Context: an optimization exercise on an open-source flow, tuned for small area, a short achievable clock period and few clock cycles per item. The choices shown serve that exercise and are no tape-out recipe. The RTL was checked by simulation tests, not by an equivalence proof against the original design.

Setup of lane 1:
==> flow/design.v (excerpt) <==
module ghash (
    input  wire         clk,
    input  wire         rst,
    input  wire         in_valid,
    output wire         in_ready,
    input  wire         in_first,
    input  wire [127:0] in_h,
    input  wire [127:0] in_x,
    output wire         out_valid,
    input  wire         out_ready,
    output wire [127:0] out_y
);
Settings: LEC_CHECK=0, CAP_MARGIN=20, CORE_MARGIN=2, CORE_UTILIZATION=40, SLEW_MARGIN=20; clock period 5.0 ns.
run.sh (not shown) runs the stock make flow with config.mk's settings and CLKGATE_MAP_FILE= SYNTH_SCRIPT=/design/flow/synth_recipe.tcl, a recipe that flattens the netlist after the stock synthesis.
Final checks on lane 1, whose flow otherwise completed, came back failing, citing negative setup slack.
Testbench counts of lane 1, summed over its fixed seeds: cycles 3,216, blocks 3,200.
diff inputs: lane 1 => lane 2
- putting SETUP_SLACK_MARGIN at 0.6 where nothing was set
- swapping 40 for 55 in CORE_UTILIZATION
==> comparison <==
Lane 2 failed in 5_1_grt with GRT-0232. Relative to lane 1, the count of buffers added by post-CTS timing repair for setup measured on lane 2 has increased by more than 10%. Lane 1 -> lane 2: async set-reset flop share out of synthesis delta 0, exact match. Number of flip-flops and latches in the synthesized netlist: lane 1 vs lane 2 identical. The higher placed standard-cell area of lane 1 and lane 2 is in lane 1. Quantity of I/O buffers inserted on ports came out exactly the same in lane 1 and lane 2. Across both runs, cell count after placement was lower for lane 2 than for lane 1. Sort lane 1 and lane 2 by post-cts repair resize count asc -> top: lane 2. Delta (lane 2 minus lane 1): starting density of the core climbed 15 points, placement row count lower.

---

The RTL this note starts from:
==> flow/design.v <==
module ghash (
    input  wire         clk,
    input  wire         rst,
    input  wire         in_valid,
    output wire         in_ready,
    input  wire         in_first,
    input  wire [127:0] in_h,
    input  wire [127:0] in_x,
    output wire         out_valid,
    input  wire         out_ready,
    output wire [127:0] out_y
);
    localparam integer PW = gf2_kw(128);
    function integer gf2_kw(input integer n);
        integer m;
        begin
            m = 1;
            while (n > 16) begin
                n = n / 2;
                m = m * 3;
            end
            gf2_kw = m * (2 * n - 1);
        end
    endfunction
    reg          v1;         
    reg  [127:0] xr;         
    reg  [127:0] h;          
    reg          vb;         
    reg  [PW-1:0] p;
    reg  [127:0] c;          
    reg  [127:0] q0;         
    reg  [127:0] q1;         
    reg          p1;         
    reg          p2;         
    wire amove = v1 & ~vb;   
    wire bmove = vb & ~p2;   
    assign in_ready  = ~v1 & (~vb | ~p2);
    assign out_valid = p1;
    wire take   = p1 & out_ready;
    wire accept = in_valid & in_ready;
    wire [127:0]  a = c ^ xr;
    wire [PW-1:0] leaves;
    gf2_kleaf #(.N(128)) ml (.a(a), .b(h), .p(leaves));
    wire [254:0]  m;
    gf2_kpost #(.N(128)) mp (.p(p), .c(m));
    wire [126:0] hi = m[254:128];
    wire [133:0] f1 = {7'd0, hi} ^ {6'd0, hi, 1'b0} ^ {5'd0, hi, 2'b0} ^ {hi, 7'b0};
    wire [5:0]   hi2 = f1[133:128];
    wire [127:0] y = m[127:0] ^ f1[127:0] ^ {115'd0, hi2, 7'd0} ^ {120'd0, hi2, 2'd0}
                   ^ {121'd0, hi2, 1'd0} ^ {122'd0, hi2};
    genvar g;
    generate
        for (g = 0; g < 128; g = g + 1) begin : rev
            assign out_y[g] = q0[127 - g];
        end
    endgenerate
    integer i;
    always @(posedge clk) begin
        if (accept) begin
            for (i = 0; i < 128; i = i + 1) xr[i] <= in_x[127 - i];
            if (in_first)
                for (i = 0; i < 128; i = i + 1) h[i] <= in_h[127 - i];
        end
        p <= leaves;
        if (accept & in_first) c <= 128'd0;
        else if (bmove) c <= y;
        if (bmove) begin
            if (~p1 | take) q0 <= y;
            else q1 <= y;
        end else if (take & p2) begin
            q0 <= q1;
        end
    end
    always @(posedge clk) begin
        if (rst) begin
            v1 <= 1'b0;
            vb <= 1'b0;
            p1 <= 1'b0;
            p2 <= 1'b0;
        end else begin
            if (accept) v1 <= 1'b1;
            else if (amove) v1 <= 1'b0;
            if (amove) vb <= 1'b1;
            else if (bmove) vb <= 1'b0;
            if (bmove) begin
                p1 <= 1'b1;
                if (p1 & ~take) p2 <= 1'b1;
            end else if (take) begin
                if (p2) p2 <= 1'b0;
                else p1 <= 1'b0;
            end
        end
    end
endmodule
module gf2_kleaf #(
    parameter integer N    = 128,
    parameter integer BASE = 16
) (
    input  wire [N-1:0]  a,
    input  wire [N-1:0]  b,
    output wire [KW-1:0] p
);
    function integer kwf(input integer n);
        integer m;
        begin
            m = 1;
            while (n > BASE) begin
                n = n / 2;
                m = m * 3;
            end
            kwf = m * (2 * n - 1);
        end
    endfunction
    localparam integer KW = kwf(N);
    generate
        if (N <= BASE) begin : school
            reg [2*N-2:0] r;
            integer i, j;
            always @* begin
                r = {(2*N-1){1'b0}};
                for (i = 0; i < N; i = i + 1)
                    for (j = 0; j < N; j = j + 1)
                        r[i+j] = r[i+j] ^ (a[i] & b[j]);
            end
            assign p = r;
        end else begin : kara
            localparam integer M  = N / 2;
            localparam integer KM = KW / 3;
            gf2_kleaf #(.N(M), .BASE(BASE)) m0 (.a(a[M-1:0]), .b(b[M-1:0]), .p(p[KM-1:0]));
            gf2_kleaf #(.N(M), .BASE(BASE)) m1 (.a(a[N-1:M]), .b(b[N-1:M]), .p(p[2*KM-1:KM]));
            gf2_kleaf #(.N(M), .BASE(BASE)) m2 (.a(a[M-1:0] ^ a[N-1:M]),
                                                .b(b[M-1:0] ^ b[N-1:M]), .p(p[3*KM-1:2*KM]));
        end
    endgenerate
endmodule
module gf2_kpost #(
    parameter integer N    = 128,
    parameter integer BASE = 16
) (
    input  wire [KW-1:0]  p,
    output wire [2*N-2:0] c
);
    function integer kwf(input integer n);
        integer m;
        begin
            m = 1;
            while (n > BASE) begin
                n = n / 2;
                m = m * 3;
            end
            kwf = m * (2 * n - 1);
        end
    endfunction
    localparam integer KW = kwf(N);
    generate
        if (N <= BASE) begin : school
            assign c = p;
        end else begin : kara
            localparam integer M  = N / 2;
            localparam integer KM = KW / 3;
            wire [2*M-2:0] q0, q1, q2;
            gf2_kpost #(.N(M), .BASE(BASE)) m0 (.p(p[KM-1:0]), .c(q0));
            gf2_kpost #(.N(M), .BASE(BASE)) m1 (.p(p[2*KM-1:KM]), .c(q1));
            gf2_kpost #(.N(M), .BASE(BASE)) m2 (.p(p[3*KM-1:2*KM]), .c(q2));
            wire [M-1:0] t = {1'b0, q0[2*M-2:M]} ^ q1[M-1:0];
            assign c = {q1[2*M-2:M],
                        t ^ {1'b0, q1[2*M-2:M]} ^ {1'b0, q2[2*M-2:M]},
                        t ^ q0[M-1:0] ^ q2[M-1:0],
                        q0[M-1:0]};
        end
    endgenerate
endmodule
export LEC_CHECK = 0
export CAP_MARGIN = 20
export CORE_MARGIN = 2
export CORE_UTILIZATION = 45
export SETUP_SLACK_MARGIN = 2.0
export SLEW_MARGIN = 20
create_clock -name core_clock -period 5.0 [get_ports {clk}]
Testbench counts at the start, summed over its fixed seeds: cycles 6,416, blocks 3,200.
Edit:
Settings changed: SETUP_SLACK_MARGIN 2.0 to 1.6.
Wire length fell by about 2.4%.
Die area stays the same.
Design area fell by 9.8%.
Synthesized cell count is unchanged.
Critical path depth fell by 1.
Core utilization fell by 5.9 points.
Edit:
Settings changed: SETUP_SLACK_MARGIN 1.6 to 2.6.
Effect:
- The new run completed and failed the layout checks on max-slew violations
- cell area climbs by a quarter to a third
- wire length grows by roughly a tenth
- die area is unchanged
- setup slack improved by 360 ps
- clock-buffer cell count grows by 6
- non-clock buffer count rises by 2291
- critical path depth is higher by 5
- via count went up by about a fifth
- cell count goes up by roughly a tenth
- core utilization goes up by 18 points
Edit:
Settings changed: SETUP_SLACK_MARGIN 2.6 to 1.0.
Effect: The new run went through all stages and came out clean. Setup slack degrades by 900 ps. Core utilization goes down by 19 points. Wire length goes down by about 8%. Final area goes down by about 27%. Cell count goes down by about 9%. Register-to-register slack degrades by 900 ps. Critical path depth goes down by 5.

afterwards: timing with drivers on the ports:
The results above use ideal ports. As a check the final layouts listed here were re-extracted and re-timed, cells and wires unchanged. Step 1 (the two cells are an assumption about what drives the block):
set clk [get_ports {clk}]
set_driving_cell -lib_cell sky130_fd_sc_hd__clkbuf_16 $clk
set_driving_cell -lib_cell sky130_fd_sc_hd__buf_2 [delete_from_list [all_inputs] $clk]
Step 2 adds t to the input delays and takes it off the output delays; t is the mean of the earliest and latest rising clock arrival at the registers after step 1. Input paths then give back, and output paths get back, about the clock's delay inside the block. Slacks: ideal ports / drivers / drivers and shift; pairs: ideal ports / drivers.
run	t, ns	setup slack, ns	worst setup path at the end	clock arrival spread, ns	cell pins on the clock port's net
lane 1	0.979	-0.173 / -0.173 / -0.173	register to register	0.128 / 0.128	1
the first run of note 2	1.089	1.662 / 1.662 / 1.662	register to register	0.107 / 0.108	1
the second run of note 2	1.082	1.304 / 1.304 / 1.304	register to register	0.111 / 0.111	1
the third run of note 2	1.082	1.668 / 1.668 / 1.668	register to register	0.113 / 0.114	1
the fourth run of note 2	1.069	0.769 / 0.769 / 0.769	register to register	0.078 / 0.077	1
